From an optimization exercise on the open Yosys and OpenROAD flow, aimed at small area and a short achievable clock period; shortcuts taken in it are not production practice.
At most, simulation tests tie the RTL to the original design; equivalence was not proved.
Power is estimated from default activity; no workload was simulated.

==> run R <==
// tile_fma
module tile_fma (
    input  wire        clk,
    input  wire        rst,
    input  wire        in_valid,
    input  wire [31:0] in_a,
    input  wire [31:0] in_b,
    input  wire [31:0] in_c,
    output reg         out_valid,
    output reg  [31:0] out_r
);
export LEC_CHECK = 0
export CAP_MARGIN = 20
export CORE_MARGIN = 2
export CORE_UTILIZATION = 40
export SLEW_MARGIN = 20
create_clock -name core_clock -period 21.0 [get_ports {clk}]
standard.sh (not shown) runs the stock make flow with config.mk's settings and CLKGATE_MAP_FILE= SYNTH_SCRIPT=/design/flow/synth_recipe.tcl, a recipe that flattens the netlist after the stock synthesis.
==> flow/flow/run.sh <==
#!/bin/bash
# Layout flow: the standard ORFS flow (standard.sh, with its unchanged
# synthesis) with two changes to how the layout is made:
#  - the resizer repairs setup towards a tighter target than the clock
#    period, so that it sizes and buffers the longest pipeline stages;
#  - the port buffers are buf_4 cells rather than the default choice.
# The constraints and the clock period are the standard flow's own.
# standard.sh's output goes to layout.log; ORFS keeps each step's log
# under orfs/logs/.
set -euo pipefail
TARGET_NS=5.3
export SETUP_SLACK_MARGIN=$(awk -v p="$FLOW_PERIOD_NS" -v t="$TARGET_NS" 'BEGIN { printf "%.3f", p - t }')
export BUFFER_PORTS_ARGS="-buffer_cell sky130_fd_sc_hd__buf_4"
echo "SETUP_SLACK_MARGIN=$SETUP_SLACK_MARGIN BUFFER_PORTS_ARGS=$BUFFER_PORTS_ARGS" > flow_settings.log
bash standard.sh > layout.log 2>&1
==> run X (differences from run R) <==
--- a/flow/flow/run.sh
+++ b/flow/flow/run.sh
@@ -9,5 +9,5 @@
 # under orfs/logs/.
 set -euo pipefail
-TARGET_NS=5.3
+TARGET_NS=4.9
 export SETUP_SLACK_MARGIN=$(awk -v p="$FLOW_PERIOD_NS" -v t="$TARGET_NS" 'BEGIN { printf "%.3f", p - t }')
 export BUFFER_PORTS_ARGS="-buffer_cell sky130_fd_sc_hd__buf_4"
==> comparison table <==
Combinational cell power: run R 5.23 mW; run X 5.32 mW
Clock network power share: run R 0.116; run X 0.119
Clock network share of area: run R 0.0389; run X 0.0386
Worst-Skew Late Latency: run R 0.67 ns; run X 0.64 ns
Result of the run: run R finished clean; run X finished clean
Postcts setup bufs: run R 0; run X 28
Wire length per cell after detailed routing: run R 22.6 µm; run X 23.4 µm
Min Clock Period, post-route: run R 5.28 ns; run X 5.27 ns
Post-layout instance count excluding filler cells: run R 5742; run X 5818
Met3 Routed Length: run R 9.64 mm; run X 10.8 mm
Worst Min Path Start: run R s2_e[4]; run X s1_e[8]
Drt first-iter violations: run R 2937; run X 3255
Fraction of area in registers: run R 0.189; run X 0.184
Wire length on met1: run R 54.8 mm; run X 55.8 mm
CP Capture Point: run R out_r[0]; run X out_r[27]
Cell Int Power: run R 3.71 mW; run X 3.82 mW
Layout Cell Area excl Fill: run R 0.0439 mm²; run X 0.0455 mm²
Fin nets: run R 5150; run X 5225
WHS Endpoint: run R s3_e[4]; run X s2_e[8]


==> inputs of branch juniper <==
tile_fma, a different RTL version from the one above (not shown whole).
==> flow/config.mk <==
export PLATFORM = sky130hd
export DESIGN_NAME = tile_fma
export DESIGN_NICKNAME = tile_fma
export VERILOG_FILES = /design/flow/design.v
export SDC_FILE = /design/flow/constraint.sdc
export NUM_CORES = 4
export LEC_CHECK = 0
export CAP_MARGIN = 20
export CORE_MARGIN = 2
export CORE_UTILIZATION = 40
export SLEW_MARGIN = 20
==> flow/constraint.sdc <==
create_clock -name core_clock -period 21.0 [get_ports {clk}]
set_input_delay 4.2000 -clock core_clock [delete_from_list [all_inputs] [get_ports {clk}]]
set_output_delay 4.2000 -clock core_clock [all_outputs]
set_load 0.01 [all_outputs]
==> flow/flow/run.sh <==
#!/bin/bash
# Layout flow: the standard ORFS flow (standard.sh, with its unchanged
# synthesis), with the resizer asked to repair setup down to a tighter
# target than the clock period, so that it sizes and buffers the longest
# pipeline stages. The constraints and clock period are the standard flow's own.
# standard.sh's output goes to layout.log; ORFS keeps each step's log
# under orfs/logs/.
set -euo pipefail
TARGET_NS=${TARGET_NS:-5.3}
export SETUP_SLACK_MARGIN=$(awk -v p="$FLOW_PERIOD_NS" -v t="$TARGET_NS" 'BEGIN { printf "%.3f", p - t }')
echo "SETUP_SLACK_MARGIN=$SETUP_SLACK_MARGIN" > flow_settings.log
bash standard.sh > layout.log 2>&1
==> branch raven (differences from branch juniper) <==
==> flow/run.sh (new file) <==
#!/bin/bash
# synth_recipe.tcl (not shown) runs the flow's synth.tcl, then flattens the netlist and writes it again
# the make line also repeats each setting of config.mk as NAME=value (left out here)
make -C /OpenROAD-flow-scripts/flow DESIGN_CONFIG=/design/flow/config.mk WORK_HOME=/design/flow/orfs CLKGATE_MAP_FILE= SYNTH_SCRIPT=/design/flow/synth_recipe.tcl finish
removed: flow/flow/run.sh
removed: flow/standard.sh
==> results.toml <==
[finish]
nNonClkBuffers = 198
synthToLayoutAreaGrowth_pct = 11.3

[run_status]
status = "timing/DRC/antenna clean"

[critical_path]
crit_buf_inv = 2
worstPathRequired_ps = 21530
endpoint_kind = "flip-flop"

[route]
drt_wl_total_mm = 128

[sta]
rsz0062_at_grt = "false"
fin_ws_ps = 15010

[grt]
grt_usage_pct = 25.8

[power_and_ir_drop]
power_frac_comb_pct = 70.2
powerComb_uw = 5570
-- figures above: branch raven

==> results.toml <==
[run_status]
status = "timing/DRC/antenna clean"

[finish]
synthToLayoutAreaGrowth_pct = 12.4
nNonClkBuffers = 224

[critical_path]
crit_buf_inv = 1
worstPathRequired_ps = 16800
endpoint_kind = "primary output"
cp-endpoint = "out_r[0]"

[sta]
rsz0062_at_grt = "true"
fin_ws_ps = 15710

[synthesis]
yosysSeqAreaShare_pct = 21.2

[grt]
grt_first_pass_wirelength_mm = 196

[route]
wl_met2_mm = 60.2
drt_wl_total_mm = 128

[power_and_ir_drop]
powerComb_uw = 5600
-- figures above: branch juniper



==> xenon: inputs <==
Another version of the RTL of tile_fma (not shown whole).
clock: 21.0 ns
lec_check: 0
cap_margin: 20
core_margin: 2
core_utilization: 60
cts_cluster_diameter: 150
cts_cluster_size: 30
slew_margin: 20
==> flow/flow/run.sh <==
#!/bin/bash
# Layout flow: the standard ORFS flow (standard.sh) with these changes
# to how the layout is made (the constraints and clock period are the standard flow's):
#  - after the standard synthesis, flow/fapol.py re-chooses the polarity of
#    each full adder (a full adder is self-dual) and of gates that have a
#    complementary twin, to drop most of the inverters that synthesis left
#    between the adders; registers and the logic function are unchanged;
#  - the resizer repairs setup towards a target tighter than the clock
#    period, so that it sizes and buffers the longest pipeline stages;
#  - the port buffers are buf_2 cells.
# Logs: synth.log and layout.log (standard.sh), fapol.log (the netlist
# pass); ORFS keeps each step's log under orfs/logs/.
set -euo pipefail
TARGET_NS=5.3
export SETUP_SLACK_MARGIN=$(awk -v p="$FLOW_PERIOD_NS" -v t="$TARGET_NS" 'BEGIN { printf "%.3f", p - t }')
export BUFFER_PORTS_ARGS="-buffer_cell sky130_fd_sc_hd__buf_2"
echo "SETUP_SLACK_MARGIN=$SETUP_SLACK_MARGIN BUFFER_PORTS_ARGS=$BUFFER_PORTS_ARGS" > flow_settings.log
bash standard.sh synth > synth.log 2>&1
RES=orfs/results/$FLOW_PLATFORM/tile_fma/base
LIB=$FLOW_HOME/platforms/$FLOW_PLATFORM/lib/sky130_fd_sc_hd__tt_025C_1v80.lib
cp $RES/1_2_yosys.v $RES/1_2_yosys.standard.v
python3 flow/fapol.py $LIB $RES/1_2_yosys.standard.v $RES/1_2_yosys.fapol.v > fapol.log 2>&1
cp $RES/1_2_yosys.fapol.v $RES/1_2_yosys.v
rm -f $RES/1_synth.odb $RES/1_synth.sdc
bash standard.sh > layout.log 2>&1
Other scripts of this flow, unchanged in this note and not shown: flow/flow/fapol.py
==> cedar: changes against xenon <==
--- a/flow/design.v
+++ b/flow/design.v
@@ -52,17 +52,17 @@
     wire is_inf  = p_inf || c_inf;
     wire is_zero = p_zero && c_zero;
     wire sp_sign = p_inf ? sp : c_inf ? sc : (sp & sc);
     wire [23:0] ma = {1'b1, s0_fa};
     wire [23:0] mb = {1'b1, s0_fb};
     wire [23:0] mc = c_zero ? 24'd0 : {1'b1, s0_c[22:0]};
-    wire signed [9:0] eab98 = $signed({1'b0, s0_eab}) - 10'sd98;
-    wire signed [9:0] d     = eab98 - $signed({2'd0, ec});
-    wire        c_scale = !c_zero && (p_zero || d[9]);
-    wire        d_big   = !d[9] && (d[8:7] != 2'd0);
-    wire signed [9:0] e_top = c_scale ? $signed({2'd0, ec}) : eab98;
+    wire signed [10:0] eab98 = $signed({2'd0, s0_eab}) - 11'sd98;
+    wire signed [10:0] d     = eab98 - $signed({3'd0, ec});
+    wire        c_scale = !c_zero && (p_zero || d[10]);
+    wire        d_big   = !d[10] && (d[9:7] != 3'd0);
+    wire signed [10:0] e_top = c_scale ? $signed({3'd0, ec}) : eab98;
     wire [75:0] c_sh = {mc, 52'd0} >> d[6:0];
     wire [75:0] c_al = c_scale ? {mc, 52'd0} : (d_big ? 76'd0 : c_sh);
     reg c_lo;
     integer k;
     always @(*) begin
         c_lo = 1'b0;
@@ -1313,13 +1313,13 @@
     assign r2[78] = 1'b0;
     assign r2[0] = 1'b0;
     reg        s1_valid;
     reg [77:0] s1_r1;
     reg [49:2] s1_r2;
     reg        s1_sub, s1_sc;
-    reg signed [9:0]  s1_e;
+    reg signed [10:0] s1_e;
     reg        s1_nan, s1_inf, s1_zero, s1_ssign;
     always @(posedge clk) begin
         if (rst) s1_valid <= 1'b0;
         else     s1_valid <= s0_valid;
         s1_r1    <= r1;
         s1_r2    <= r2[49:2];
@@ -1632,13 +1632,13 @@
     wire [77:0] t1 = hp ^ {gG[76:0] | gP[76:0], 1'b1};     
     wire        neg = s1_sub & ~t0[77];
     wire [76:0] mag = !s1_sub ? t0[76:0] : (neg ? t1[76:0] : ~t0[76:0]);
     reg        s2_valid;
     reg [76:0] s2_mag;
     reg        s2_sign;
-    reg signed [9:0]  s2_e;
+    reg signed [10:0] s2_e;
     reg        s2_nan, s2_inf, s2_zero, s2_ssign;
     always @(posedge clk) begin
         if (rst) s2_valid <= 1'b0;
         else     s2_valid <= s1_valid;
         s2_mag   <= mag;
         s2_sign  <= s1_sc ^ neg;
@@ -1696,35 +1696,37 @@
     wire        st0 = n0f[0];
     reg        s3_valid;
     reg [24:0] s3_m;
     reg        s3_st;
     reg        s3_mzero;
     reg        s3_sign;
-    reg signed [9:0]  s3_e;
+    reg signed [10:0] s3_e;
+    reg [6:0]  s3_lz;
     reg        s3_nan, s3_inf, s3_zero, s3_ssign;
     always @(posedge clk) begin
         if (rst) s3_valid <= 1'b0;
         else     s3_valid <= s2_valid;
         s3_m     <= n0;
         s3_st    <= st5 | st4 | st3 | st2 | st1 | st0;
         s3_mzero <= mag_zero;
         s3_sign  <= s2_sign;
-        s3_e     <= s2_e - $signed({3'd0, lz});
+        s3_e     <= s2_e;
+        s3_lz    <= lz;
         s3_nan   <= s2_nan;
         s3_inf   <= s2_inf;
         s3_zero  <= s2_zero;
         s3_ssign <= s2_ssign;
     end
     wire [23:0] m_trunc  = s3_m[24:1];
     wire        guard    = s3_m[0];
     wire        round_up = guard && (s3_st || m_trunc[0]);
     wire [24:0] m_round  = {1'b0, m_trunc} + {24'd0, round_up};
-    wire signed [9:0] e_norm = s3_e;
+    wire signed [10:0] e_norm = s3_e - $signed({4'd0, s3_lz});
     wire        carry  = m_round[24];
-    wire        e_ovf  = carry ? (e_norm >= 10'sd254) : (e_norm >= 10'sd255);
-    wire        e_unf  = carry ? (e_norm <= -10'sd1)  : (e_norm <= 10'sd0);
+    wire        e_ovf  = carry ? (e_norm >= 11'sd254) : (e_norm >= 11'sd255);
+    wire        e_unf  = carry ? (e_norm <= -11'sd1)  : (e_norm <= 11'sd0);
     wire [7:0]  e_fld  = e_norm[7:0] + {7'd0, carry};
     reg [31:0] result;
     always @(*) begin
         if (s3_nan)
             result = QNAN;
         else if (s3_inf)
Settings changed: CORE_UTILIZATION 60 to 40, CTS_CLUSTER_DIAMETER 150 to unset, CTS_CLUSTER_SIZE 30 to unset.
==> willow: changes against xenon <==
--- a/flow/flow/run.sh
+++ b/flow/flow/run.sh
@@ -8,13 +8,13 @@
 #  - the resizer repairs setup towards a target tighter than the clock
 #    period, so that it sizes and buffers the longest pipeline stages;
 #  - the port buffers are buf_2 cells.
 # Logs: synth.log and layout.log (standard.sh), fapol.log (the netlist
 # pass); ORFS keeps each step's log under orfs/logs/.
 set -euo pipefail
-TARGET_NS=5.3
+TARGET_NS=5.2
 export SETUP_SLACK_MARGIN=$(awk -v p="$FLOW_PERIOD_NS" -v t="$TARGET_NS" 'BEGIN { printf "%.3f", p - t }')
 export BUFFER_PORTS_ARGS="-buffer_cell sky130_fd_sc_hd__buf_2"
 echo "SETUP_SLACK_MARGIN=$SETUP_SLACK_MARGIN BUFFER_PORTS_ARGS=$BUFFER_PORTS_ARGS" > flow_settings.log
 bash standard.sh synth > synth.log 2>&1
 RES=orfs/results/$FLOW_PLATFORM/tile_fma/base
 LIB=$FLOW_HOME/platforms/$FLOW_PLATFORM/lib/sky130_fd_sc_hd__tt_025C_1v80.lib
Settings changed: CORE_UTILIZATION 60 to 70, CTS_CLUSTER_DIAMETER 150 to 120, CTS_CLUSTER_SIZE 30 to 22.
==> maple: changes against xenon <==
Settings changed: CTS_CLUSTER_DIAMETER 150 to unset, CTS_CLUSTER_SIZE 30 to unset.
==> notes.md <==
item                                                                           maple                    willow                  xenon                     cedar
Area of the multi-input gates                                           0.02631 mm^2                         -           0.02635 mm^2              0.02659 mm^2
Ratio of final minimum period to clock period                                 25.08%                         -                 25.14%                    25.14%
Number of well-tap cells placed                                                  773                         -                    773                      1176
Standard cell core area                                                 0.05913 mm^2                         -           0.05913 mm^2              0.09029 mm^2
Horizontal die dimension                                                    248.9 um                  230.7 um               248.9 um                  306.3 um
Classification of the worst setup path                                    reg -> out                         -             reg -> reg                reg -> out
Critical path data required time                                            16.80 ns                         -               21.47 ns                  16.80 ns
Worst hold endpoint                                                          s2_e[3]                         -                s3_sign                    s3_nan
Leak Pwr                                                                    16.56 nW                         -               16.03 nW                  16.58 nW
Slowest cell on crit path                                   sky130_fd_sc_hd__dfxtp_1                         -  sky130_fd_sc_hd__fa_2  sky130_fd_sc_hd__dfxtp_1
Die ar.                                                                 0.06196 mm^2                         -           0.06196 mm^2              0.09380 mm^2
Post-synthesis instance area                                            0.03599 mm^2              0.03599 mm^2           0.03599 mm^2              0.03655 mm^2
Initial drt markers                                                             2824                         -                   2858                      2546
Flip-flop and latch area                                               0.008094 mm^2                         -          0.008094 mm^2             0.008243 mm^2
Average size of a mapped cell                                             9.501 um^2                9.501 um^2             9.501 um^2                9.492 um^2
Site row count                                                                    89                        83                     89                       110
Clock buffer instance count of the final layout                                   63                         -                     18                        57
Initial standard-cell utilization of the core                                 60.86%                    70.44%                 60.86%                    40.48%
Post-route worst setup slack                                                15.73 ns                         -               15.72 ns                  15.72 ns
Run status                                                  timing/DRC/antenna clean            did not finish  timing/DRC/antenna clean  timing/DRC/antenna clean
Last stage reached                                                                 -  global routing (5_1_grt)                      -                         -
Normalized max-slew margin                                                    22.72%                         -                 23.67%                    35.20%
Hold path start                                                              s1_e[3]                         -                s2_sign                    s2_nan
Number of hold-slack violations in the final timing report                         0                         -                      0                         0
Die span in y                                                               248.9 um                  230.7 um               248.9 um                  306.3 um
Clk Latency, worst-skew pair                                                 0.61 ns                         -                0.59 ns                   0.66 ns
For cedar, only the layout was checked, not whether the RTL still works.

[port drivers added, routing unchanged]
In the flow no input, the clock included, has a driving cell. The finished layouts below were timed again as built, in two steps. Step 1 sets driving cells, clkbuf_16 on the clock port and buf_2 on the other inputs (assumed; they add their load-dependent delay and slew). Step 2 moves the port delays by t, midway between the first and last clock arrival at a register: inputs arrive t later, outputs are due t later. That takes back most of the time a late clock gives input paths. Three values: no drivers, after step 1, after step 2; two values: the first two.
| run | t (ns) | setup WS [ns] | hold slack, ns | worst slew at a driven data input, ns | cell pins on the clock port's net |
|---|---|---|---|---|---|
| run R | 0.718 | 15.718 / 15.645 / 15.239 | 0.322 / 0.322 / 0.322 | 0.06 | 1 |
| run X | 0.692 | 15.731 / 15.660 / 15.374 | 0.323 / 0.323 / 0.323 | 0.06 | 1 |
| branch juniper | 0.706 | 15.707 / 15.639 / 15.772 | 0.305 / 0.305 / 0.305 | 0.06 | 1 |
| branch raven | 0.706 | 15.006 / 15.006 / 15.006 | 0.305 / 0.305 / 0.305 | 0.06 | 1 |
| xenon | 0.638 | 15.722 / 15.709 / 15.208 | 0.335 / 0.335 / 0.335 | 0.04 | 1 |
| cedar | 0.698 | 15.721 / 15.656 / 15.166 | 0.326 / 0.326 / 0.326 | 0.06 | 1 |
| maple | 0.661 | 15.734 / 15.666 / 15.179 | 0.322 / 0.322 / 0.322 | 0.04 | 1 |
After both steps setup and hold are still met in every run listed.
